This design comes from an exercise in tuning for small area and a short achievable clock period on the open sky130 flow, not from production work. No run shown here included a check of the RTL's function; only the layout flow was run. Power and IR drop assume default switching activity.

**design/flow/config.mk**
```make
export PLATFORM = sky130hd
export DESIGN_NAME = wa_readout
export DESIGN_NICKNAME = wa_readout
export VERILOG_FILES = /design/flow/design.v
export SDC_FILE = /design/flow/constraint.sdc
export NUM_CORES = 8
export LEC_CHECK = 0
export CAP_MARGIN = 20
export CORE_MARGIN = 2
export CORE_UTILIZATION = 45
export SLEW_MARGIN = 20
export SYNTH_HIERARCHICAL = 1
```
**design/flow/constraint.sdc**
```tcl
create_clock -name core_clock -period 28.0 [get_ports {clk}]
set_input_delay 5.6000 -clock core_clock [delete_from_list [all_inputs] [get_ports {clk}]]
set_output_delay 5.6000 -clock core_clock [all_outputs]
set_load 0.01 [all_outputs]
```
**design/flow/design.v**
```verilog
module wa_readout_lzd (
    input  wire [190:0] x,
    output wire         any,
    output wire [7:0]   lead
);
    wire [256*9-1:0]   vv;
    wire [256*9*8-1:0] pp;
    assign vv[255:0]    = {65'd0, x};
    assign pp[2047:0]   = 2048'd0;
    genvar l, i;
    generate
        for (l = 1; l <= 8; l = l + 1) begin : lv
            for (i = 0; i < 256; i = i + 1) begin : nd
                if (i < (256 >> l)) begin : used
                    wire       vh = vv[(l-1)*256 + 2*i + 1];
                    wire       vl = vv[(l-1)*256 + 2*i];
                    wire [7:0] ph = pp[((l-1)*256 + 2*i + 1)*8 +: 8];
                    wire [7:0] pl = pp[((l-1)*256 + 2*i)*8 +: 8];
                    assign vv[l*256 + i] = vh | vl;
                    assign pp[(l*256 + i)*8 +: 8] =
                        ({7'd0, vh} << (l-1)) | ph | ({8{~vh}} & pl);
                end else begin : unused
                    assign vv[l*256 + i] = 1'b0;
                    assign pp[(l*256 + i)*8 +: 8] = 8'd0;
                end
            end
        end
    endgenerate
    assign any  = vv[8*256];
    assign lead = pp[(8*256)*8 +: 8];
endmodule
module wa_readout_muxrow #(
    parameter N = 8
) (
    input  wire [N-1:0] a,
    input  wire [N-1:0] b,
    input  wire         s,
    input  wire         sn,        
    output wire [N-1:0] y
);
    assign y = ~((a | {N{sn}}) & (b | {N{s}}));
endmodule
module wa_readout_shift_hi (
    input  wire [191:0] v,
    input  wire [7:3]   rsh,
    input  wire [7:3]   rshn,       
    output wire [62:0]  part_n,     
    output wire         sticky
);
    wire         s  = v[191];
    wire [310:0] s8 = {{64{s}}, v, 55'd0};
    wire [182:0] s7_n;
    wire         s_sel = rsh[7] & s;
    assign s7_n[54:0]    = ~({55{rsh[7]}} & s8[182:128]);
    assign s7_n[182:119] = ~({64{s_sel}} | ({64{rshn[7]}} & s8[182:119]));
    wa_readout_muxrow #(.N(64)) u_r7 (
        .a(s8[246:183]), .b(s8[118:55]), .s(rsh[7]), .sn(rshn[7]), .y(s7_n[118:55]));
    wire [118:0] s6;
    wire [86:0]  s5_n;
    wire [70:0]  s4;
    wa_readout_muxrow #(.N(119)) u_r6 (
        .a(s7_n[182:64]), .b(s7_n[118:0]), .s(rsh[6]), .sn(rshn[6]), .y(s6));
    wa_readout_muxrow #(.N(87)) u_r5 (
        .a(s6[118:32]), .b(s6[86:0]), .s(rsh[5]), .sn(rshn[5]), .y(s5_n));
    wa_readout_muxrow #(.N(71)) u_r4 (
        .a(s5_n[86:16]), .b(s5_n[70:0]), .s(rsh[4]), .sn(rshn[4]), .y(s4));
    wa_readout_muxrow #(.N(63)) u_r3 (
        .a(s4[70:8]), .b(s4[62:0]), .s(rsh[3]), .sn(rshn[3]), .y(part_n));
    assign sticky = (rsh[7] & (|s8[127:0]))    |
                    (rsh[6] & ~(&s7_n[63:0]))  |
                    (rsh[5] & (|s6[31:0]))     |
                    (rsh[4] & ~(&s5_n[15:0]))  |
                    (rsh[3] & (|s4[7:0]));
endmodule
module wa_readout_pos (
    input  wire [2:0] fmt,
    input  wire [7:0] shift,
    input  wire [7:0] lead,
    input  wire       zero,       
    output wire [7:0] rsh,
    output wire [7:0] rshn,       
    output wire [7:0] e_field,    
    output wire       pre_ovf     
);
    reg        [9:0] n_lo;        
    reg        [7:0] top;         
    reg        [7:0] c_norm;      
    reg        [7:0] c_sub;       
    always @* begin
        case (fmt)
            3'd0:    begin n_lo = 10'd30;  top = 8'd253; c_norm = 8'd8;  c_sub = 8'd107; end
            3'd1:    begin n_lo = 10'd30;  top = 8'd253; c_norm = 8'd24; c_sub = 8'd123; end
            3'd2:    begin n_lo = 10'd942; top = 8'd29;  c_norm = 8'd21; c_sub = 8'd232; end
            3'd3:    begin n_lo = 10'd934; top = 8'd14;  c_norm = 8'd28; c_sub = 8'd247; end
            3'd4:    begin n_lo = 10'd942; top = 8'd29;  c_norm = 8'd29; c_sub = 8'd240; end
            default: begin n_lo = 10'd897; top = 8'd0;   c_norm = 8'd0;  c_sub = 8'd0;   end
        endcase
    end
    function automatic [10:0] carries10(input [9:0] x, input [9:0] y);
        reg [9:0] g, p;
        integer l, i;
        begin
            g = x & y;
            p = x ^ y;
            for (l = 1; l < 10; l = l * 2)
                for (i = 9; i >= l; i = i - 1) begin
                    g[i] = g[i] | (p[i] & g[i-l]);
                    p[i] = p[i] & p[i-l];
                end
            carries10 = {g, 1'b0};
        end
    endfunction
    wire [9:0]  a  = {{2{shift[7]}}, shift} + n_lo;
    wire [10:0] ce = carries10({2'b00, lead}, a);
    wire [9:0]  e  = {2'b00, lead} ^ a ^ ce[9:0];
    wire subn = e[9];
    assign pre_ovf = ~e[9] & (e[8] | (e[7:0] > top));
    wire [10:0] cn = carries10({2'b00, lead}, {2'b00, c_norm});
    wire [7:0] rsh_norm = lead ^ c_norm ^ cn[7:0];
    wire [7:0] rsh_sub  = c_sub + {shift[7], ~shift[6:0]};    
    assign rsh  = subn ? rsh_sub : rsh_norm;
    assign rshn = ~rsh;
    assign e_field = (subn | zero) ? 8'd0 : e[7:0];
endmodule
module wa_readout_conv (
    input  wire [62:0] part_n,    
    input  wire [2:0]  rsh,
    input  wire [2:0]  rshn,      
    input  wire        stk_hi,
    input  wire        s,
    input  wire [7:0]  e_field,
    input  wire        pre_ovf,
    input  wire [2:0]  fmt,
    input  wire        sr,
    input  wire [23:0] rnd_x,
    input  wire        ovf_inf,
    input  wire        nan,
    input  wire        inx,
    output reg  [31:0] code,
    output wire [2:0]  fstat
);
    function automatic cout24(input [23:0] x, input [23:0] y, input ci);
        reg [23:0] g, p;
        integer l, i;
        begin
            g = x & y;
            p = x | y;
            g[0] = g[0] | (p[0] & ci);
            for (l = 1; l < 24; l = l * 2)
                for (i = 23; i >= l; i = i - 1) begin
                    g[i] = g[i] | (p[i] & g[i-l]);
                    p[i] = p[i] & p[i-l];
                end
            cout24 = g[23];
        end
    endfunction
    wire [58:0] s2;
    wire [56:0] s1_n;
    wire [55:0] win;
    wa_readout_muxrow #(.N(59)) u_r2 (
        .a(part_n[62:4]), .b(part_n[58:0]), .s(rsh[2]), .sn(rshn[2]), .y(s2));
    wa_readout_muxrow #(.N(57)) u_r1 (
        .a(s2[58:2]), .b(s2[56:0]), .s(rsh[1]), .sn(rshn[1]), .y(s1_n));
    wa_readout_muxrow #(.N(56)) u_r0 (
        .a(s1_n[56:1]), .b(s1_n[55:0]), .s(rsh[0]), .sn(rshn[0]), .y(win));
    wire sticky = stk_hi | (rsh[2] & ~(&part_n[3:0])) | (rsh[1] & (|s2[1:0])) |
                  (rsh[0] & ~s1_n[0]);
    wire [31:0] n   = win[55:24];
    wire [23:0] f   = win[23:0];
    wire        np0 = n[0] ^ s;
    wire        cin = s & ~sticky;
    wire        f23 = f[23];
    wire        z   = ~|f[22:0];
    wire ru_rne = s ? (sticky ? ~f23 : ((~f23 & ~z) | (f23 & z & np0)))
                    : (f23 & (np0 | ~z | sticky));
    wire ru_sr  = s ^ cout24(f, rnd_x, s & sticky);    
    wire inc    = (cin & ~f23 & z) | (sr ? ru_sr : ru_rne);
    wire [23:0] np = n[23:0] ^ {24{s}};            
    wire [7:0]  e1 = e_field + 8'd1;
    reg         is_int;
    reg  [31:0] p;
    reg         hid;         
    reg  [7:0]  ein;         
    always @* begin
        is_int = 1'b0;
        case (fmt)
            3'd0:    hid = np[23];
            3'd1:    hid = np[7];
            3'd2:    hid = np[10];
            3'd3:    hid = np[3];
            3'd4:    hid = np[2];
            default: hid = 1'b0;
        endcase
        ein = hid ? e1 : e_field;
        case (fmt)
            3'd0:    p = {1'b0, ein, np[22:0]};
            3'd1:    p = {17'd0, ein, np[6:0]};
            3'd2:    p = {17'd0, ein[4:0], np[9:0]};
            3'd3:    p = {25'd0, ein[3:0], np[2:0]};
            3'd4:    p = {25'd0, ein[4:0], np[1:0]};
            default: begin p = n; is_int = 1'b1; end
        endcase
    end
    wire        c = inc ^ (s & is_int);
    wire [32:0] p_run;
    genvar j;
    generate
        for (j = 0; j <= 32; j = j + 1) begin : run
            if (j == 0) begin : z0
                assign p_run[j] = 1'b1;
            end else begin : o
                assign p_run[j] = &p[j-1:0];
            end
        end
    endgenerate
    wire [32:0] t    = {1'b0, p} ^ (p_run & {33{c}});
    wire        sign = s & ((|np) | inc);
    reg  fp_top;      
    always @* begin
        case (fmt)
            3'd0:    fp_top = &t[30:23];
            3'd1:    fp_top = &t[14:7];
            3'd2:    fp_top = &t[14:10];
            3'd3:    fp_top = (&t[6:0]) | t[7];
            default: fp_top = &t[6:2];
        endcase
    end
    wire fp_ovf   = pre_ovf | fp_top;
    wire i8_ovf   = s ? (~t[32] & ~(&t[31:7])) : (|t[32:7]);
    wire i32_ovf  = s ? (~t[32] & ~t[31])      : (t[32] | t[31]);
    wire ovf      = is_int ? (pre_ovf | ((fmt == 3'd5) ? i8_ovf : i32_ovf)) : fp_ovf;
    reg [31:0] val;
    reg [31:0] nan_code;
    reg [31:0] sat_pos, sat_neg;
    always @* begin
        case (fmt)
            3'd0: begin
                val      = {sign, t[30:0]};
                nan_code = 32'h7FC0_0000;
                sat_pos  = ovf_inf ? 32'h7F80_0000 : 32'h7F7F_FFFF;
                sat_neg  = sat_pos | 32'h8000_0000;
            end
            3'd1: begin
                val      = {16'd0, sign, t[14:0]};
                nan_code = 32'h7FC0;
                sat_pos  = ovf_inf ? 32'h7F80 : 32'h7F7F;
                sat_neg  = sat_pos | 32'h8000;
            end
            3'd2: begin
                val      = {16'd0, sign, t[14:0]};
                nan_code = 32'h7E00;
                sat_pos  = ovf_inf ? 32'h7C00 : 32'h7BFF;
                sat_neg  = sat_pos | 32'h8000;
            end
            3'd3: begin
                val      = {24'd0, sign, t[6:0]};
                nan_code = 32'h7F;
                sat_pos  = 32'h7E;
                sat_neg  = 32'hFE;
            end
            3'd4: begin
                val      = {24'd0, sign, t[6:0]};
                nan_code = 32'h7E;
                sat_pos  = ovf_inf ? 32'h7C : 32'h7B;
                sat_neg  = sat_pos | 32'h80;
            end
            3'd5: begin
                val      = {24'd0, t[7:0]};
                nan_code = 32'h0;
                sat_pos  = 32'h7F;
                sat_neg  = 32'h80;
            end
            default: begin
                val      = t[31:0];
                nan_code = 32'h0;
                sat_pos  = 32'h7FFF_FFFF;
                sat_neg  = 32'h8000_0000;
            end
        endcase
    end
    reg ovf_flag, inv_flag;
    always @* begin
        ovf_flag = 1'b0;
        inv_flag = 1'b0;
        if (nan) begin
            code     = nan_code;
            inv_flag = 1'b1;
        end else if (ovf) begin
            code     = s ? sat_neg : sat_pos;
            ovf_flag = 1'b1;
        end else begin
            code     = val;
        end
    end
    assign fstat = {inv_flag, ovf_flag, inx};
endmodule
module wa_readout (
    input  wire         clk,
    input  wire         rst_n,
    input  wire         in_valid,
    input  wire [191:0] in_value,      
    input  wire [31:0]  in_wrap,       
    input  wire [4:0]   in_flags,      
    input  wire [3:0]   in_fmt,        
    input  wire [7:0]   in_shift,      
    input  wire         in_sr,         
    input  wire [23:0]  in_rand,       
    input  wire         in_ovf_inf,    
    output reg          out_valid,
    output reg  [31:0]  out_code,      
    output reg  [2:0]   out_fstat      
);
    wire c_nan  = in_flags[0] | (in_flags[1] & in_flags[2]);
    wire c_inf  = in_flags[1] | in_flags[2];
    wire c_sat  = c_inf | (|in_wrap);
    wire c_sneg = c_inf ? ~in_flags[1] : in_wrap[31];
    reg         a_valid;
    reg [191:0] a_v;
    reg [7:0]   a_shift;
    reg [2:0]   a_fmt;       
    reg         a_sr;
    reg [23:0]  a_rand;      
    reg         a_ovf_inf;
    reg         a_nan, a_sat, a_sneg, a_inx;
    always @(posedge clk) begin
        if (!rst_n)
            a_valid <= 1'b0;
        else
            a_valid <= in_valid;
        a_v       <= in_value;
        a_shift   <= in_shift;
        a_fmt     <= in_fmt[2:0];
        a_sr      <= in_sr;
        a_rand    <= in_rand ^ {24{~in_value[191]}};
        a_ovf_inf <= in_ovf_inf;
        a_nan     <= c_nan;
        a_sat     <= c_sat;
        a_sneg    <= c_sneg;
        a_inx     <= in_flags[4];
    end
    wire        s = a_v[191];
    wire        w_any;
    wire [7:0]  w_lead;
    wa_readout_lzd u_lzd (
        .x    (a_v[191:1] ^ a_v[190:0]),
        .any  (w_any),
        .lead (w_lead)
    );
    wire [7:0] w_rsh, w_rshn;
    wire       w_zero = ~(w_any | s);    
    wire [7:0] e_field;
    wire       pre_ovf;
    wa_readout_pos u_pos (
        .fmt     (a_fmt),
        .shift   (a_shift),
        .lead    (w_lead),
        .zero    (w_zero),
        .rsh     (w_rsh),
        .rshn    (w_rshn),
        .e_field (e_field),
        .pre_ovf (pre_ovf)
    );
    wire [62:0] w_part_n;
    wire        w_stk;
    wa_readout_shift_hi u_shi (
        .v      (a_v),
        .rsh    (w_rsh[7:3]),
        .rshn   (w_rshn[7:3]),
        .part_n (w_part_n),
        .sticky (w_stk)
    );
    reg         b_valid;
    reg [62:0]  b_part_n;
    reg [2:0]   b_rsh, b_rshn;
    reg         b_stk;
    reg         b_s;
    reg [7:0]   b_e;
    reg         b_pre_ovf;
    reg [2:0]   b_fmt;
    reg         b_sr;
    reg [23:0]  b_rand;
    reg         b_ovf_inf;
    reg         b_nan, b_inx;
    always @(posedge clk) begin
        if (!rst_n)
            b_valid <= 1'b0;
        else
            b_valid <= a_valid;
        b_part_n  <= w_part_n;
        b_rsh     <= w_rsh[2:0];
        b_rshn    <= w_rshn[2:0];
        b_stk     <= w_stk;
        b_s       <= a_sat ? a_sneg : s;
        b_e       <= e_field;
        b_pre_ovf <= (pre_ovf & ~w_zero) | a_sat;
        b_fmt     <= a_fmt;
        b_sr      <= a_sr;
        b_rand    <= a_rand;
        b_ovf_inf <= a_ovf_inf;
        b_nan     <= a_nan;
        b_inx     <= a_inx;
    end
    wire [31:0] code;
    wire [2:0]  fstat;
    wa_readout_conv u_conv (
        .part_n  (b_part_n),
        .rsh     (b_rsh),
        .rshn    (b_rshn),
        .stk_hi  (b_stk),
        .s       (b_s),
        .e_field (b_e),
        .pre_ovf (b_pre_ovf),
        .fmt     (b_fmt),
        .sr      (b_sr),
        .rnd_x   (b_rand),
        .ovf_inf (b_ovf_inf),
        .nan     (b_nan),
        .inx     (b_inx),
        .code    (code),
        .fstat   (fstat)
    );
    always @(posedge clk) begin
        if (!rst_n)
            out_valid <= 1'b0;
        else
            out_valid <= b_valid;
        out_code  <= code;
        out_fstat <= fstat;
    end
endmodule
```
**design/flow/flow/run.sh**
```bash
#!/bin/bash
# Layout flow: the standard flow with
#  - synthesis as the standard flow's, but ABC mapping for area only (flow/synth.tcl);
#  - single-drive buffers on the ports;
#  - a clock tree of fewer, larger sink clusters without dummy loads.
set -euo pipefail
export WA_FLOW_DIR="$PWD/flow"
bash standard.sh \
    "SYNTH_SCRIPT=$PWD/flow/synth.tcl" \
    SETUP_SLACK_MARGIN=21.3 \
    "BUFFER_PORTS_ARGS=-buffer_cell sky130_fd_sc_hd__buf_1" \
    "CTS_ARGS=-sink_clustering_enable -repair_clock_nets -dont_use_dummy_load -sink_clustering_size 25 -sink_clustering_max_diameter 150 -buf_list {sky130_fd_sc_hd__clkbuf_8 sky130_fd_sc_hd__clkbuf_16}" \
    finish > standard.log 2>&1
```
**design/flow/flow/abc_area_min.script**
```
&get -n
&st
&dch
&nf -a
&put
topo
```
**design/flow/flow/synth.tcl**
```tcl
# The standard synthesis (synth_recipe.tcl), with one change: ABC maps for
# least area and leaves buffering and sizing to OpenROAD's repair steps.
proc synth {args} { yosys synth -nofsm -noshare {*}$args }
proc abc {args} {
  set i [lsearch $args -script]
  if {$i >= 0} { lset args [expr {$i + 1}] $::env(WA_FLOW_DIR)/abc_area_min.script }
  yosys abc {*}$args
}
source $::env(SCRIPTS_DIR)/synth.tcl
# left out here: clear keep_hierarchy, flatten, clean up, hide names made inside functions, write 1_2_yosys.v
```
**design/flow/standard.sh**
```bash
#!/bin/bash
# synth_recipe.tcl (not shown) runs the flow's synth.tcl, then flattens the netlist and writes it again
# the make line also repeats each setting of config.mk as NAME=value (left out here)
make -C /OpenROAD-flow-scripts/flow DESIGN_CONFIG=/design/flow/config.mk WORK_HOME=/design/flow/orfs CLKGATE_MAP_FILE= SYNTH_SCRIPT=/design/flow/synth_recipe.tcl "${@:-finish}"
```
==> summary.txt, run 1 <==
- Status: complete, no violations
- Fin nets: around 3200
- Die W: between 200 and 250 um
- Psw: 1260 uW
- Area grow syn2layout: 23.8%
- DRC: 0
- 1st-iter DRT viols: about 2500
- Switching part of the total: approximately half
- Routability cong.: 1.01
- Most common cell after layout, fill and taps aside: o22ai_1
- Clock latency on the worst-skew pair: roughly 550 ps
- RSZ-0062 raised after global routing: true
- Core area: approximately 45000 um2
- Setup TNS: 0 ps
- GRT Total Usage: between 30% and 40%
- ANT cells: 0
- Gr ovfl total: 0
- Pleak: approximately 0.0089 uW
- Die Y: 219 um
- Port-buffer cells: 303
- Mean Syn Cell Area: approximately 8.5 um2
- Top Ports: 306
- HP Class: reg2reg
- Mapped Cells: roughly 2400
- Ys Warns: 9
- Worst Setup End Kind: output pin
- Measured slew at the worst slew-check pin: roughly 1300 ps
- Final setup vio count: 0
- Netlist Area Pre-Place: 20800 um2
- Area of the multi-input gates: about 15000 um2
- CTS Buf Count: 19
- Fillcell total: between 4000 and 5000
- Bufs and invs on worst path: 1
- Clock Path Buffers: 3
- First-pass GRT wire length: about 120 mm
- Clock-pin slew on the worst setup and hold paths: approximately 90 ps
- Slowest stage cell, crit path: dfxtp_1
- Final WL: roughly 85 mm
- Vias in the first global route: around 21000
- Share of the synthesized area in the top cell type: a little under two fifths
- Largest net degree at the start of global routing: 86
- Worst EP required: around 22000 ps
- Seq. cell area: between 7000 and 8000 um2
- Cell Pwr Density: around 100 nW/um2
- Slowest stage delay, CP: 330 ps
- Post-DP HPWL: about 62 mm
- Register bit total from synthesis: roughly 380
- Netlist cell types: 62
- Final Skew: around 24 ps
- FFs w/ async S/R, synth: 0%
- Relative slew margins: between 10% and 20%
- Post-synth EDFFs: 0
- Full die area: 48000 um2
- Routed vias: approximately 23000
- Most frequent cells in the layout: o22ai_1 (521), dfxtp_1 (354), buf_1 (300)
- Delay-heaviest family, CP: flip-flops
- CP Max Fanout: 1
- Minimum clock period: ~6600 ps
- Combinational share of power: about three fifths
- Via/cell ratio: 6.61
- Critical Path Start Type: flip-flop
- Share of power burned in the clock network: 11.2%
- CTS tree: built
- # clock sinks: 382
- Main area contributors after synthesis: dfxtp_1 (37%), o22ai_1 (18%), xor2_1 (9.5%), a21oi_1 (3.9%), xnor2_1 (3.3%)
- Setup CP Type: reg2out
- Layout cell share with drive strength beyond 1: between 10% and 20%
- Leading register cell type out of synthesis: dfxtp_1
- Int Power: ~1300 uW
- H-tree depth: 1
- Post-place setup slack: between 15000 and 20000 ps
- Crit-path cells: buf_1
- Critical path arrival: roughly 1000 ps
- Fin worst setup slack: roughly 21000 ps
- Hold Vio Cnt, Final: 0
- CTS root buffer: clkbuf_16
- Period utilisation layout: 23.7%
- Net Count, Synth: 2745
- Post-synthesis sequential area ratio: a little under two fifths
- Routed wire per std cell: 24.6 um
- Antenna viol nets, final: 0
- Fmax: 0.151 GHz
- Max Cap Viol: 0
- First-pass DRT Iterations: 5
- WHS: roughly 330 ps
- FP Rows: 78
- Cell taking the most area after synthesis: dfxtp_1
- Sequential share of power: between 20% and 30%
- Worst vdd ir: 0.0000668 V
- Pins Over Slew Limit: 0
- Antenna violations before repair: 0
- Starting Density: roughly 46%
## cells in the mapped netlist, drive strengths merged (14+ instances only)
| cell type | count |
|---|---|
| nand2 | 157 |
| nor4 | 108 |
| dfxtp | 382 |
| a31oi | 14 |
| nor2b | 31 |
| a21oi | 161 |
| xnor2 | 79 |
| nand4 | 47 |
| o22ai | 589 |
| clkinv | 41 |
| xor2 | 226 |
| mux2i | 33 |
| nor3 | 39 |
| o21ai | 124 |
| a21o | 14 |
| o41ai | 17 |
| nor2 | 121 |
| o21a | 14 |
| nand3 | 27 |
| ha | 32 |
## state kept, by name, indices dropped and copies added (netlist names), 3 cells and up
signal,cells
a_fmt,3
a_rand,24
a_shift,8
a_v,192
b_e,8
b_fmt,3
b_part_n,63
b_rand,24
b_rsh,3
b_rshn,3
out_code,32
out_fstat,3
## cell type report
cell class / instances / area share [%]
clock buffers: 19 / 1.85
well taps: 600 / 2.92
inverters: 41 / 0.607
repair buffers: 391 / 8.19
flip-flops and latches: 382 / 29.9
multi-input cells: 2023 / 56.5
## Yosys stat by module (local to each module, per instance), a selection
| module | area (um2) | copies in the design | cells | flops+latches |
|---|---|---|---|---|
| wa_readout_pos | 1570 | 1 | 212 | 0 |
| wa_readout_lzd | 1780 | 1 | 327 | 0 |
| wa_readout | 9660 | 1 | 618 | 382 |
| wa_readout_shift_hi | 991 | 1 | 188 | 0 |
| wa_readout_conv | 3190 | 1 | 519 | 0 |
## metrics by stage
| stage | utilization [%] | cell area (um2) | power, uW | cells |
|---|---|---|---|---|
| final | 56.6 | 25700 | 2580 | 3456 |
| after global routing | 56.6 | 25700 | 2700 | 3456 |
| after CTS | 53.7 | 24400 | 2410 | 3409 |
| after detailed placement | 50.8 | 23100 | 2050 | 3359 |
| after global placement | 50.8 | 23100 | 2050 | 3359 |
| after floorplan | - | 21100 | 1640 | 2440 |
## cell families (layout without fill, tap and decap cells)
| family | count (synthesis) | in the layout | synth area share [%] |
|---|---|---|---|
| AOI/OAI and AO/OA | 1025 | 1025 | 30.4 |
| xor gates and xnor gates | 305 | 306 | 12.8 |
| adders and majority gates | 36 | 36 | 2.26 |
| buffers and inverters | 45 | 451 | 0.884 |
| DFF | 382 | 382 | 36.8 |
| muxes | 42 | 51 | 2.08 |
| and+or+nand+nor | 605 | 605 | 14.8 |
## timing repair
action                     4_1_cts  5_1_grt
buffers inserted                23       41
gates cloned                     8        6
hold buffers                     0        0
gates resized for setup         91      146
setup endpoints to repair       97       99
pin swaps                       12       26
## worst paths after layout
check | from | endpoint | slack (ps) | depth (start not counted)
setup / recovery | out_fstat[0] | out_fstat[0] | 21360 | 1
hold / removal | a_rand[8] | b_rand[8] | 330 | 0
setup reg to reg | a_v[92] | b_stk | 21380 | 24
hold reg to reg | a_rand[8] | b_rand[8] | 330 | 0
## per-layer routing
metal	GRT usage (%)	vias up	wire (um)
met5	0	-	0
met4	14.5	0	4630
met3	4.46	228	6600
met2	54.7	1157	39200
met1	42.0	10900	34600
li1	-	10500	-
## power by group through the flow
stage          Clock [uW]  Combinational, uW  Sequential, uW
2_1_floorplan           0                904             735
3_3_place_gp            0               1290             757
3_5_place_dp            0               1290             760
4_1_cts               298               1370             743
5_1_grt               317               1640             747
6_report              289               1560             736
==> run 2, diff against run 1 <==
--- a/design/flow/design.v
+++ b/design/flow/design.v
@@ -66,11 +66,18 @@
         .a(s5_n[86:16]), .b(s5_n[70:0]), .s(rsh[4]), .sn(rshn[4]), .y(s4));
     wa_readout_muxrow #(.N(63)) u_r3 (
         .a(s4[70:8]), .b(s4[62:0]), .s(rsh[3]), .sn(rshn[3]), .y(part_n));
-    assign sticky = (rsh[7] & (|s8[127:0]))    |
-                    (rsh[6] & ~(&s7_n[63:0]))  |
-                    (rsh[5] & (|s6[31:0]))     |
-                    (rsh[4] & ~(&s5_n[15:0]))  |
-                    (rsh[3] & (|s4[7:0]));
+    wire [31:0] below;
+    genvar j;
+    generate
+        for (j = 0; j < 32; j = j + 1) begin : pb
+            if (j == 0) begin : z
+                assign below[j] = 1'b0;
+            end else begin : o
+                assign below[j] = |s8[8*j-1:0];
+            end
+        end
+    endgenerate
+    assign sticky = below[rsh[7:3]];
 endmodule
 module wa_readout_pos (
     input  wire [2:0] fmt,
==> run 2 against run 1 <==
Net effect:
- highest routed layer unchanged
- synthesized cell count rose by 2.5%
- sequential share of layout area rose by 1.1 points
- largest cell class unchanged
- critical path depth did not move
- count of clock-buffer cells in the layout did not move
- non-clock buffer count fell by 40
- die area rose by 1.6%
- sequential cell count did not move
- register-to-register slack improved by 100 ps
- via count fell by 0.25%
- clock power rose by 2%
==> summary.txt, run 2 <==
- Port-buffer cells: 303 (unchanged)
- Hold buffers post-CTS: 0 (unchanged)
- HP Class: reg2reg
- Top-count cell post-synth: o22ai_1
- FP Rows: 79 (+1.3%)
- Final Skew: 46.8 ps (+23.1 ps)
- H-tree depth: 1 (unchanged)
- Critical path arrival: 1030 ps (about the same)
- Top reg by flops: a_v
- Post-synth EDFFs: 0 (unchanged)
- Top Ports: 306 (unchanged)
- Netlist cell types: 63 (+1.6%)
- Clock Path Buffers: 3 (unchanged)
- Register bit total from synthesis: 382 (unchanged)
- Worst Setup End Kind: output pin
- Starting Density: 45.5% (-0.25 points)
- Worst EP required: 22400 ps (about the same)
- 1st-iter DRT viols: 2593 (+4.7%)
- Netlist Area Pre-Place: 21100 um2 (+1.6%)
- Most frequent cells in the layout: o22ai_1 (582), dfxtp_1 (363), buf_1 (301)
- Main area contributors after synthesis: dfxtp_1 (36%), o22ai_1 (17%), xor2_1 (9.4%), a21oi_1 (3.9%), nor4_1 (3.3%)
- Via/cell ratio: 6.56 (-0.83%)
- Slowest stage cell, crit path: dfxtp_1
- Die W: 221 um (+0.78%)
- Measured slew at the worst slew-check pin: 955 ps (-331 ps)
- Core area: 46500 um2 (+2.2%)
- Leading register cell type out of synthesis: dfxtp_1
- Vias in the first global route: 20300 (-1.1%)
- CTS root buffer: clkbuf_16
- Status: complete, no violations
- CP Max Fanout: 1 (unchanged)
- Hold Vio Cnt, Final: 0 (unchanged)
- Slowest stage delay, CP: 340 ps (about the same)
- Layout cell share with drive strength beyond 1: 6.52% (-5.0 points)
- Fmax: 0.151 GHz (about the same)
- Net Count, Synth: 2806 (+2.2%)
- DRC: 0 (unchanged)
- Routability cong.: 1.01 (-0.42%)
- Routed vias: 22800 (-0.25%)
- FFs w/ async S/R, synth: 0% (unchanged)
- Critical Path Start Type: flip-flop
- Period utilisation layout: 23.7% (about the same)
- First-pass GRT wire length: 121 mm (-0.62%)
- Antenna viol nets, final: 0 (unchanged)
- Final WL: 83.1 mm (-2.3%)
- Largest net degree at the start of global routing: 106 (+23%)
- Post-synth top cells: o22ai_1 (589), dfxtp_1 (382), xor2_1 (226), a21oi_1 (165), nand2_1 (161)
- Clock latency on the worst-skew pair: 570 ps (+20 ps)
- Area grow syn2layout: 17.4%
- Worst vdd ir: 0.0000733 V (+9.7%)
- Gr ovfl total: 0 (unchanged)
- CTS Buf Count: 19 (unchanged)
- Max reg flops: 192 (unchanged)
- Clock-pin slew on the worst setup and hold paths: 100 ps (about the same)
- RSZ-0062 raised after global routing: true
- Pins Over Slew Limit: 0 (unchanged)
- Pleak: 0.00841 uW (-5.3%)
- Placed cell count: 3427 (+2.0%)
- Fin nets: 3175 (+0.38%)
- Cell Pwr Density: 99.0 nW/um2 (-1.3%)
- Largest regs: a_v (192), b_part_n (63), out_code (32)
- Mean Syn Cell Area: 8.45 um2 (-0.88%)
- Mapped Cells: 2501 (+2.5%)
- Routed wire per std cell: 23.9 um (-2.8%)
- Setup TNS: 0 ps (unchanged)
- Delay-heaviest family, CP: flip-flops
- GRT Total Usage: 32.2% (-0.56 points)
- Post-DP HPWL: 62.9 mm (+0.75%)
- Die Y: 221 um (+0.78%)
- Max Cap Viol: 0 (unchanged)
- Bufs and invs on worst path: 1 (unchanged)
- Relative slew margins: 35.5% (+22 points)
- Final setup vio count: 0 (unchanged)
- Post-synthesis sequential area ratio: 36.2% (-0.58 points)
- Setup CP Type: reg2out
- Ys Warns: 9 (unchanged)
- Fillcell total: 4492 (+5.3%)
- # clock sinks: 382 (unchanged)
- Most common cell after layout, fill and taps aside: o22ai_1
- First-pass DRT Iterations: 6 (+1)
- CTS tree: built
- Cell taking the most area after synthesis: dfxtp_1
- Full die area: 48700 um2 (+1.6%)
- Fin cells: 3476 (+0.58%)
- Antenna violations before repair: 3 (+3)
- Minimum clock period: 6630 ps (-5.60 ps)
- Crit-path cells: buf_1
- Share of the synthesized area in the top cell type: 36.2% (-0.58 points)
==> run 2: area by class of cell <==
| type | count | area, um2 | area share, % |
|---|---|---|---|
| antenna | 1 | 2.50 | 0.0101 |
| clock buffer | 19 | 475 | 1.92 |
| inverter | 47 | 179 | 0.721 |
| multi-input combinational | 2069 | 14000 | 56.5 |
| sequential | 382 | 7690 | 31.0 |
| tap | 607 | 759 | 3.06 |
| timing repair buffer | 351 | 1690 | 6.82 |
==> run 2: logic make-up after synthesis <==
| kind of cell | count (synthesis) | synth area share [%] |
|---|---|---|
| compound gates | 1029 | 30.0 |
| xor+xnor | 305 | 12.6 |
| fa+ha+maj | 36 | 2.23 |
| buf+inv | 51 | 0.977 |
| flops | 382 | 36.2 |
| mux | 42 | 2.04 |
| simple gates | 656 | 15.9 |
==> run 2: power breakdown <==
part           switching (uW)  leakage, uW  total, uW  internal, uW
clock                     173     0.000234        295           122
sequential                111      0.00322        749           637
combinational             911      0.00496       1410           500
==> run 2: through the flow <==
step / power, uW / instance area (um2) / hold slack, ps / worst slack [ps] / util (%)
after floorplan: 1640 / 21400 / 310 / 20650 / -
after global placement: 2040 / 23500 / 310 / 19430 / 50.5
after detailed placement: 2050 / 23500 / 312 / 19310 / 50.5
after CTS: 2370 / 24300 / 334 / 21300 / 52.2
after global routing: 2570 / 24800 / 341 / 21290 / 53.4
final: 2450 / 24800 / 333 / 21370 / 53.4
==> run 2: per-module statistics from Yosys, one instance, submodules excluded, a selection <==
| module | copies in the design | cells inside | cell area (um2) |
|---|---|---|---|
| wa_readout | 1 | 618 | 9660 |
| wa_readout_conv | 1 | 519 | 3190 |
| wa_readout_lzd | 1 | 327 | 1780 |
| wa_readout_pos | 1 | 212 | 1570 |
| wa_readout_shift_hi | 1 | 249 | 1320 |
==> run 2: what timing repair did <==
| action | in CTS | in global routing |
|---|---|---|
| setup endpoints to repair | 97 | 98 |
| pin swaps | 6 | 11 |
| gates resized for setup | 45 | 69 |
| buffers inserted | 8 | 20 |
| gates cloned | 1 | 0 |
==> run 2: metal layers <==
| metal | vias up | global-route usage, % | share of wire [%] |
|---|---|---|---|
| met2 | 1123 | 50.9 | 44 |
| li1 | 10600 | - | - |
| met3 | 216 | 4.49 | 8.4 |
| met1 | 10800 | 43.4 | 42 |
| met4 | 0 | 14.6 | 5.1 |
| met5 | - | 0 | 0 |
==> run 2: final timing paths <==
| path | startpoint | endpoint | slack [ps] | depth (start not counted) |
|---|---|---|---|---|
| max reg2reg | a_v[191] | b_part_n[26] | 21480 | 20 |
| min | a_rand[1] | b_rand[1] | 330 | 0 |
| max | out_code[3] | out_code[3] | 21370 | 1 |
| min reg2reg | a_rand[1] | b_rand[1] | 330 | 0 |
==> run 3, diff against run 2 <==
--- a/design/flow/flow/run.sh
+++ b/design/flow/flow/run.sh
@@ -7,7 +7,7 @@
 export WA_FLOW_DIR="$PWD/flow"
 bash standard.sh \
     "SYNTH_SCRIPT=$PWD/flow/synth.tcl" \
-    SETUP_SLACK_MARGIN=21.3 \
+    SETUP_SLACK_MARGIN=21.45 \
     "BUFFER_PORTS_ARGS=-buffer_cell sky130_fd_sc_hd__buf_1" \
     "CTS_ARGS=-sink_clustering_enable -repair_clock_nets -dont_use_dummy_load -sink_clustering_size 25 -sink_clustering_max_diameter 150 -buf_list {sky130_fd_sc_hd__clkbuf_8 sky130_fd_sc_hd__clkbuf_16}" \
     finish > standard.log 2>&1
==> run 3 against run 2 <==
Net effect:
- still clean on timing, DRC and antenna
- synthesized area did not move
- first-iteration DRC count fell by 6.1%
- wire length rose by 2.4%
- cell count rose by 0.60%
- clock skew rose by 11 ps
- synthesized cell count did not move
- core utilization rose by 1.3 points
- sequential share of layout area fell by 0.65 points
- largest cell class unchanged
- largest power group unchanged
==> summary.txt, run 3 <==
- Die W: 221 um (unchanged)
- Worst vdd ir: 0.0000746 V (+1.7%)
- Busiest grt layer: met2
- CTS tree: built
- Critical Path Start Type: flip-flop
- Post-synthesis sequential area ratio: 36.2% (unchanged)
- Antenna viol nets, final: 0 (unchanged)
- Routability cong.: 1.01 (-0.29%)
- Relative slew margins: 21.0% (-14 points)
- Worst R2R End: b_part_n[13]
- Die Y: 221 um (unchanged)
- Flop2flop setup slack: 21460 ps (-20 ps)
- Routed wire per std cell: 24.3 um (+1.8%)
- Setup CP Type: reg2out
- Layout cell share with drive strength beyond 1: 9.93% (+3.4 points)
- Minimum clock period: 6590 ps (-43.4 ps)
- Area of the multi-input gates: 14300 um2 (+1.8%)
- Area grow syn2layout: 20.3%
- Hold buffers post-CTS: 0 (unchanged)
- Largest net degree at the start of global routing: 101 (-4.7%)
- Top-count cell post-synth: o22ai_1
- First-pass GRT wire length: 122 mm (+1.1%)
- Netlist Area Pre-Place: 21100 um2 (unchanged)
- Fillcell total: 4435 (-1.3%)
- Delay-heaviest family, CP: flip-flops
- Combinational share of power: 58.6% (+1.1 points)
- Via/cell ratio: 6.51 (-0.79%)
- Starting Density: 45.5% (unchanged)
- Setup TNS: 0 ps (unchanged)
- Met1 Track Usage GR: 43.2% (-0.21 points)
- First-pass DRT Iterations: 8 (+2)
- Measured slew at the worst slew-check pin: 1180 ps (+221 ps)
- Max Cap Viol: 0 (unchanged)
- Period utilisation layout: 23.5% (-0.15 points)
- 1st-iter DRT viols: 2435 (-6.1%)
- Fin nets: 3197 (+0.69%)
- Int Power: 1290 uW (+2.1%)
- Ys Warns: 9 (unchanged)
- Vias in the first global route: 20300 (-0.064%)
- Worst EP required: 22400 ps (about the same)
- Worst Setup End Kind: output pin
- Pins Over Slew Limit: 0 (unchanged)
- Main area contributors after synthesis: dfxtp_1 (36%), o22ai_1 (17%), xor2_1 (9.4%), a21oi_1 (3.9%), nor4_1 (3.3%)
- Net Count, Synth: 2806 (unchanged)
- Gr ovfl total: 0 (unchanged)
- R2R depth: 22 (+10%)
- Slowest stage cell, crit path: dfxtp_2
- CP Max Fanout: 1 (unchanged)
- CTS Buf Count: 19 (unchanged)
- R2R Path Start: a_v[191]
- Netlist cell types: 63 (unchanged)
- RSZ-0062 raised after global routing: true
- Top reg by flops: a_v
- Psw: 1220 uW (+1.7%)
- Pleak: 0.00876 uW (+4.2%)
- Share of power burned in the clock network: 11.6% (-0.4 points)
- Critical path arrival: 990 ps (-40 ps)
- Max reg flops: 192 (unchanged)
- Post-synth top cells: o22ai_1 (589), dfxtp_1 (382), xor2_1 (226), a21oi_1 (165), nand2_1 (161)
- Bufs and invs on worst path: 1 (unchanged)
- HP Class: reg2reg
- Hold path cells: 0 (unchanged)
- Fmax: 0.152 GHz (+0.66%)
- Met2 Track Usage GR: 54.7% (+3.8 points)
- Cell taking the most area after synthesis: dfxtp_1
- Status: complete, no violations
- Worst Hold Launch: a_rand[13]
- Final WL: 85.1 mm (+2.4%)
- Final setup vio count: 0 (unchanged)
- Routed vias: 22800 (-0.19%)
- CP startpoint: out_code[28]
- FP Rows: 79 (unchanged)
- Mean Syn Cell Area: 8.45 um2 (unchanged)
- ANT cells: 0 (-1)
- Final Skew: 57.8 ps (+11.0 ps)
- DRC: 0 (unchanged)
- Share of the synthesized area in the top cell type: 36.2% (unchanged)
- Post-synth EDFFs: 0 (unchanged)
- Final instance area: 25400 um2 (+2.5%)
- Register bit total from synthesis: 382 (unchanged)
- Largest regs: a_v (192), b_part_n (63), out_code (32)
- H-tree depth: 1 (unchanged)
- GRT Total Usage: 32.9% (+0.73 points)
- Port-buffer cells: 303 (unchanged)
- Cell Pwr Density: 98.5 nW/um2 (-0.51%)
- Seq. cell area: 7710 um2 (+0.29%)
- CTS root buffer: clkbuf_16
- # clock sinks: 382 (unchanged)
- Slowest stage delay, CP: 330 ps (about the same)
- Full die area: 48700 um2 (unchanged)
- Post-DP HPWL: 63.4 mm (+0.75%)
- Sequential share of power: 29.8% (-0.7 points)
- Clock latency on the worst-skew pair: 570 ps (about the same)
- Clock-pin slew on the worst setup and hold paths: 100 ps (about the same)
- DP Area: 23400 um2 (about the same)
- Crit-path cells: buf_6
- Switching part of the total: 48.6% (-0.11 points)
- Top Ports: 306 (unchanged)
- Hold Path End: b_rand[13]
- GR Layer Usage met3: 4.56% (+0.069 points)
- Mapped Cells: 2501 (unchanged)
- Most common cell after layout, fill and taps aside: o22ai_1
- Hold Vio Cnt, Final: 0 (unchanged)
- FFs w/ async S/R, synth: 0% (unchanged)
- Core area: 46500 um2 (unchanged)
- Leading register cell type out of synthesis: dfxtp_1
- Antenna violations before repair: 0 (-3)
- Clock Path Buffers: 3 (unchanged)
- Most frequent cells in the layout: o22ai_1 (566), dfxtp_1 (345), buf_1 (266)
[run 3: cell counts after synthesis]
No cell type changed its count.
[run 3: area by class of cell]
class	instances	share of cell area (%)
inverters	47	0.709
repair buffers	370	7.98
well taps	607	2.99
flip-flops and latches	382	30.3
multi-input cells	2072	56.1
clock buffers	19	1.87
[run 3: logic make-up after synthesis]
| family | synth area share, % |
|---|---|
| adder cells (fa/ha/maj) | 2.23 |
| AND/OR/NAND/NOR | 15.9 |
| XOR/XNOR | 12.6 |
| multiplexers | 2.04 |
| buffers and inverters | 0.977 |
| AO/OA/AOI/OAI | 30.0 |
| flip-flops | 36.2 |
[run 3: how the worst max path moves through the flow]
stage	end	slack, ps	depth (start not counted)
6_report	out_code[28]	21410	1
5_1_grt	out_code[26]	21360	1
4_1_cts	out_code[13]	21380	1
3_5_place_dp	b_part_n[13]	19050	22
3_3_place_gp	b_part_n[14]	19120	22
2_1_floorplan	b_part_n[31]	20660	22
[run 3: layer usage]
metal  routed length [um]  part of all wire [%]  vias to the layer above
li1                     -                     -                    10700
met1                35400                    42                    10800
met2                38900                    46                     1116
met3                 6900                   8.1                      182
met4                 3820                   4.5                        0
met5                    0                     0                        -
[run 3: metrics by stage]
stage / hold slack (ps) / std cells / total power, uW / worst slack (ps) / utilization, %
after CTS: 335 / 3471 / 2390 / 21380 / 52.9
after global routing: 339 / 3497 / 2630 / 21360 / 54.7
final: 332 / 3497 / 2500 / 21410 / 54.7
after floorplan: 310 / 2501 / 1640 / 20660 / -
after global placement: 310 / 3425 / 2040 / 19120 / 50.5
after detailed placement: 312 / 3425 / 2050 / 19050 / 50.5
[run 3: power groups by stage]
stage / clock (uW) / combinational (uW) / sequential (uW)
finish: 291 / 1470 / 744
global route: 316 / 1550 / 756
CTS: 300 / 1340 / 748
detailed placement: 0 / 1280 / 771
global placement: 0 / 1270 / 768
floorplan: 0 / 901 / 736
[run 3: worst reg2reg max path: stages, from the launching register on]
cell	delay [ps]
dfxtp_4	420
xor2_1	230
or3_1	470
nand4b_1	330
or4_4	620
nand2b_4	190
nor4_2	300
a2111oi_4	150
o21ai_2	170
ha_2	260
nand3_2	70
nand2_2	100
a21oi_2	80
nor2_1	170
o21ai_4	100
xnor2_4	290
buf_4	290
mux2_8	520
o22ai_1	430
o22ai_1	250
o22ai_1	450
o22ai_1	170
o22ai_1	350
[run 3: per-module statistics from Yosys, one instance, submodules excluded, a selection]
module / flops+latches / copies in the design
wa_readout: 382 / 1
wa_readout_conv: 0 / 1
wa_readout_lzd: 0 / 1
wa_readout_pos: 0 / 1
wa_readout_shift_hi: 0 / 1
[run 3: timing repair]
| action | in CTS | in global routing |
|---|---|---|
| setup buffers | 23 | 24 |
| gates resized for setup | 101 | 113 |
| cloned | 4 | 2 |
| pin swaps | 9 | 9 |
| endpoints found under the setup margin | 133 | 133 |
==> run 4, diff against run 3 <==
--- a/design/flow/design.v
+++ b/design/flow/design.v
@@ -42,9 +42,9 @@
 endmodule
 module wa_readout_shift_hi (
     input  wire [191:0] v,
-    input  wire [7:3]   rsh,
-    input  wire [7:3]   rshn,       
-    output wire [62:0]  part_n,     
+    input  wire [7:4]   rsh,
+    input  wire [7:4]   rshn,       
+    output wire [70:0]  part,
     output wire         sticky
 );
     wire         s  = v[191];
@@ -64,8 +64,7 @@
         .a(s6[118:32]), .b(s6[86:0]), .s(rsh[5]), .sn(rshn[5]), .y(s5_n));
     wa_readout_muxrow #(.N(71)) u_r4 (
         .a(s5_n[86:16]), .b(s5_n[70:0]), .s(rsh[4]), .sn(rshn[4]), .y(s4));
-    wa_readout_muxrow #(.N(63)) u_r3 (
-        .a(s4[70:8]), .b(s4[62:0]), .s(rsh[3]), .sn(rshn[3]), .y(part_n));
+    assign part = s4;
     wire [31:0] below;
     genvar j;
     generate
@@ -77,7 +76,7 @@
             end
         end
     endgenerate
-    assign sticky = below[rsh[7:3]];
+    assign sticky = below[{rsh[7:4], 1'b0}];
 endmodule
 module wa_readout_pos (
     input  wire [2:0] fmt,
@@ -130,9 +129,9 @@
     assign e_field = (subn | zero) ? 8'd0 : e[7:0];
 endmodule
 module wa_readout_conv (
-    input  wire [62:0] part_n,    
-    input  wire [2:0]  rsh,
-    input  wire [2:0]  rshn,      
+    input  wire [70:0] part,
+    input  wire [3:0]  rsh,
+    input  wire [3:0]  rshn,      
     input  wire        stk_hi,
     input  wire        s,
     input  wire [7:0]  e_field,
@@ -161,16 +160,19 @@
             cout24 = g[23];
         end
     endfunction
+    wire [62:0] part_n;
     wire [58:0] s2;
     wire [56:0] s1_n;
     wire [55:0] win;
+    wa_readout_muxrow #(.N(63)) u_r3 (
+        .a(part[70:8]), .b(part[62:0]), .s(rsh[3]), .sn(rshn[3]), .y(part_n));
     wa_readout_muxrow #(.N(59)) u_r2 (
         .a(part_n[62:4]), .b(part_n[58:0]), .s(rsh[2]), .sn(rshn[2]), .y(s2));
     wa_readout_muxrow #(.N(57)) u_r1 (
         .a(s2[58:2]), .b(s2[56:0]), .s(rsh[1]), .sn(rshn[1]), .y(s1_n));
     wa_readout_muxrow #(.N(56)) u_r0 (
         .a(s1_n[56:1]), .b(s1_n[55:0]), .s(rsh[0]), .sn(rshn[0]), .y(win));
-    wire sticky = stk_hi | (rsh[2] & ~(&part_n[3:0])) | (rsh[1] & (|s2[1:0])) |
+    wire sticky = stk_hi | (rsh[3] & (|part[7:0])) | (rsh[2] & ~(&part_n[3:0])) | (rsh[1] & (|s2[1:0])) |
                   (rsh[0] & ~s1_n[0]);
     wire [31:0] n   = win[55:24];
     wire [23:0] f   = win[23:0];
@@ -367,18 +369,18 @@
         .e_field (e_field),
         .pre_ovf (pre_ovf)
     );
-    wire [62:0] w_part_n;
+    wire [70:0] w_part;
     wire        w_stk;
     wa_readout_shift_hi u_shi (
         .v      (a_v),
-        .rsh    (w_rsh[7:3]),
-        .rshn   (w_rshn[7:3]),
-        .part_n (w_part_n),
+        .rsh    (w_rsh[7:4]),
+        .rshn   (w_rshn[7:4]),
+        .part   (w_part),
         .sticky (w_stk)
     );
     reg         b_valid;
-    reg [62:0]  b_part_n;
-    reg [2:0]   b_rsh, b_rshn;
+    reg [70:0]  b_part;
+    reg [3:0]   b_rsh, b_rshn;
     reg         b_stk;
     reg         b_s;
     reg [7:0]   b_e;
@@ -393,9 +395,9 @@
             b_valid <= 1'b0;
         else
             b_valid <= a_valid;
-        b_part_n  <= w_part_n;
-        b_rsh     <= w_rsh[2:0];
-        b_rshn    <= w_rshn[2:0];
+        b_part    <= w_part;
+        b_rsh     <= w_rsh[3:0];
+        b_rshn    <= w_rshn[3:0];
         b_stk     <= w_stk;
         b_s       <= a_sat ? a_sneg : s;
         b_e       <= e_field;
@@ -410,7 +412,7 @@
     wire [31:0] code;
     wire [2:0]  fstat;
     wa_readout_conv u_conv (
-        .part_n  (b_part_n),
+        .part    (b_part),
         .rsh     (b_rsh),
         .rshn    (b_rshn),
         .stk_hi  (b_stk),
--- a/design/flow/flow/run.sh
+++ b/design/flow/flow/run.sh
@@ -7,7 +7,7 @@
 export WA_FLOW_DIR="$PWD/flow"
 bash standard.sh \
     "SYNTH_SCRIPT=$PWD/flow/synth.tcl" \
-    SETUP_SLACK_MARGIN=21.45 \
+    SETUP_SLACK_MARGIN=21.3 \
     "BUFFER_PORTS_ARGS=-buffer_cell sky130_fd_sc_hd__buf_1" \
     "CTS_ARGS=-sink_clustering_enable -repair_clock_nets -dont_use_dummy_load -sink_clustering_size 25 -sink_clustering_max_diameter 150 -buf_list {sky130_fd_sc_hd__clkbuf_8 sky130_fd_sc_hd__clkbuf_16}" \
     finish > standard.log 2>&1
==> run 4 against run 3 <==
Net effect:
- sequential cell count up 10
- highest routed layer is now met5
- non-clock buffer count shrank 6
- synthesized area is 0.17% higher
- sequential power up 6.5%
- synthesized cell count is 0.56% lower
- combinational power about the same
- clock skew is 19 ps lower
- power grew 2.6%
- final area down 0.80%
- register-to-register slack lost 120 ps
- core utilization shrank 0.44 points
- critical path type is now reg2reg
- setup slack lost 71 ps
==> summary.txt, run 4 <==
- Clock-pin slew on the worst setup and hold paths: 120 ps (+20 ps)
- Core area: 46500 um2 (unchanged)
- CP Max Fanout: 75 (+74)
- Fin cells: 3475 (-0.63%)
- Most common cell after layout, fill and taps aside: o22ai_1
- Final core occ: 54.3% (-0.44 points)
- Final Skew: 38.6 ps (-19.2 ps)
- Measured slew at the worst slew-check pin: 1140 ps (-40.7 ps)
- DRC: 0 (unchanged)
- Pleak: 0.00861 uW (-1.7%)
- Top-count cell post-synth: o22ai_1
- Antenna violations before repair: 1 (+1)
- Clock Path Buffers: 3 (unchanged)
- Post-synth EDFFs: 0 (unchanged)
- Status: complete, no violations
- Layout cell share with drive strength beyond 1: 7.74% (-2.2 points)
- Net Count, Synth: 2792 (-0.50%)
- First-pass DRT Iterations: 8 (unchanged)
- Top reg by flops: a_v
- Die Y: 221 um (about the same)
- R2R depth: 23 (+4.5%)
- Hold Vio Cnt, Final: 0 (unchanged)
- GRT Total Usage: 31.8% (-1.1 points)
- Hold path cells: 0 (unchanged)
- Largest net degree at the start of global routing: 101 (unchanged)
- Netlist cell types: 68 (+7.9%)
- CTS tree: built
- Critical Path Start Type: flip-flop
- Top Ports: 306 (unchanged)
- Port-buffer cells: 303 (unchanged)
- Clock latency on the worst-skew pair: 560 ps (about the same)
- Most frequent cells in the layout: o22ai_1 (560), dfxtp_1 (377), buf_1 (302)
- FP Rows: 79 (unchanged)
- Netlist Area Pre-Place: 21200 um2 (+0.17%)
- Post-synth top cells: o22ai_1 (588), dfxtp_1 (392), xor2_1 (227), nand2_1 (177), a21oi_1 (172)
- CTS root buffer: clkbuf_16
- Hold buffers post-CTS: 0 (unchanged)
- Largest regs: a_v (192), b_part (71), out_code (32)
- Post-synthesis sequential area ratio: 37.1% (+0.88 points)
- HP Class: reg2reg
- Worst Setup End Kind: flip-flop
- Worst EP required: 28460 ps (+6060 ps)
- FFs w/ async S/R, synth: 0% (unchanged)
- Fin nets: 3175 (-0.69%)
- DP Area: 23500 um2 (+0.34%)
- Period utilisation layout: 23.8% (+0.25 points)
- First-pass GRT wire length: 123 mm (+0.81%)
- Ys Warns: 9 (unchanged)
- # clock sinks: 392 (+2.6%)
- Die W: 221 um (about the same)
- Worst vdd ir: 0.0000924 V (+24%)
- Routability cong.: 0.990 (-1.8%)
- Mean Syn Cell Area: 8.51 um2 (+0.74%)
- Fmax: 0.150 GHz (-1.1%)
- Area grow syn2layout: 19.1%
- Post-DP HPWL: 63.0 mm (-0.72%)
- ANT cells: 0 (unchanged)
- Mapped Cells: 2487 (-0.56%)
- Setup TNS: 0 ps (unchanged)
- Vias in the first global route: 20900 (+2.8%)
- Max Cap Viol: 0 (unchanged)
- Gr ovfl total: 0 (unchanged)
- Relative slew margins: 24.1% (+3.1 points)
- Via/cell ratio: 6.51 (+0.11%)
- Final instance area: 25200 um2 (-0.80%)
- Setup CP Type: reg2reg
- Leading register cell type out of synthesis: dfxtp_1
- Register bit total from synthesis: 392 (+2.6%)
- Final setup vio count: 0 (unchanged)
- H-tree depth: 1 (unchanged)
- Critical path arrival: 7120 ps (+6130 ps)
- Placed cell count: 3409 (-0.47%)
- Cell taking the most area after synthesis: dfxtp_1
- RSZ-0062 raised after global routing: false
- Pins Over Slew Limit: 0 (unchanged)
- CTS Buf Count: 19 (unchanged)
- Share of the synthesized area in the top cell type: 37.1% (+0.88 points)
- Max reg flops: 192 (unchanged)
- Minimum clock period: 6660 ps (+71.0 ps)
- Full die area: 48800 um2 (+0.17%)
- Main area contributors after synthesis: dfxtp_1 (37%), o22ai_1 (17%), xor2_1 (9.4%), a21oi_1 (4.1%), nor4_1 (3.6%)
- Routed vias: 22600 (-0.52%)
- Antenna viol nets, final: 0 (unchanged)
- Final WL: 83.1 mm (-2.4%)
- 1st-iter DRT viols: 2477 (+1.7%)
- Starting Density: 45.6% (+0.078 points)
- Routed wire per std cell: 23.9 um (-1.7%)
- Cell Pwr Density: 102 nW/um2 (+3.4%)
[run 4: cell types whose count changed after synthesis, moves of 6 or more]
cell	before	now
nor3_1	46	38
nor2_1	136	127
nand3_1	33	21
or4_1	23	9
nand2_1	161	177
dfxtp_1	382	392
a21oi_1	165	172
o21a_1	14	7
o31ai_1	5	11
nor4_1	112	123
[run 4: critical path, stage by stage (launching register included)]
cell      delay [ps]
dfxtp_1          570
xor2_1           410
or4_1            200
o21ai_0          160
a211oi_1         300
nor3_1           100
o41ai_2          570
a41o_1           290
o211ai_1         270
ha_1             310
a21oi_1          210
nand2_2          100
a21oi_2          180
nor2_1            90
o21ai_4          270
xnor2_4          210
mux2i_4          310
buf_12           320
and2_2           230
buf_12           270
a21oi_1           80
o22ai_1          410
o22ai_1          260
o22ai_1          360
[run 4: final cells by class]
class | instances | area (um2)
clock buffers | 19 | 475
fillers | 4454 | 21300
inverters | 43 | 166
multi-input cells | 2050 | 14100
flip-flops and latches | 392 | 7880
well taps | 607 | 759
repair buffers | 364 | 1850
[run 4: power by group]
part / switching, uW / internal (uW) / leakage, uW
Sequential: 134 / 658 / 0.00330
Clock: 172 / 122 / 0.000234
Combinational: 926 / 553 / 0.00508
[run 4: logic make-up (layout without fill, tap and decap cells)]
family	count (synthesis)	count (layout)	synth area share, %
adder cells (fa/ha/maj)	36	36	2.22
flip-flops	392	392	37.1
XOR/XNOR	302	303	12.5
buffers and inverters	47	426	0.905
AO/OA/AOI/OAI	1032	1032	29.9
AND/OR/NAND/NOR	637	637	15.4
multiplexers	41	42	2.00
[run 4: final timing paths]
path              startpoint         end  slack, ps
hold reg to reg    a_rand[5]   b_rand[5]        330
setup reg to reg     a_v[87]  b_part[12]      21340
hold / removal     a_rand[5]   b_rand[5]        330
setup / recovery     a_v[87]  b_part[12]      21340
[run 4: per-module statistics from Yosys (local to each module, per instance), excerpt]
module               copies in the design  area (um2)
wa_readout_conv                         1        3260
wa_readout_pos                          1        1570
wa_readout                              1        9860
wa_readout_shift_hi                     1        1100
wa_readout_lzd                          1        1780
[run 4: routing by layer]
metal	GRT usage, %	vias to the layer above	routed length, um
met5	0	-	14
li1	-	10600	-
met4	14.0	2	4320
met2	52.0	985	37800
met1	41.9	10900	34800
met3	4.37	188	6140
[run 4: per-stage QoR]
stage                     setup WS [ps]  total power (uW)  hold WS [ps]
final                             21340              2570           333
after global routing              21210              2700           342
after CTS                         21300              2420           336
after detailed placement          19930              2080           313
after global placement            20000              2070           311
after floorplan                   21030              1670           310
[run 4: timing repair]
item                                    4_1_cts  5_1_grt
endpoints found under the setup margin      105      105
cloned                                        1        2
gates resized for setup                      46       88
setup buffers                                15       29
pin swaps                                     9       23

==> static timing again, ports no longer ideal <==
No port has a modelled driver above. Below, the same layouts with a new extraction and two added sets of constraints.
Step 1, drivers: a clkbuf_16 drives clk and a buf_2 each remaining input, both assumed.
Step 2 adds t to the input delays and takes it off the output delays; t is the mean of the earliest and latest rising clock arrival at the registers after step 1. Input paths then give back, and output paths get back, about the clock's delay inside the block.
Three values: ideal ports, drivers, drivers and shift; two values: the first two.
run	shift t [ns]	setup WS [ns]	worst register clock-pin slew, ns
run 1	0.609	21.360 / 21.294 / 21.262	0.10 / 0.10
run 2	0.611	21.365 / 21.305 / 21.267	0.12 / 0.12
run 3	0.602	21.409 / 21.349 / 21.297	0.11 / 0.11
run 4	0.607	21.338 / 21.297 / 21.292	0.12 / 0.12
After both steps setup and hold are still met in every run listed. For run 3, which loses most, drivers alone change the setup slack by -0.060 ns; drivers and shift together by -0.112 ns.
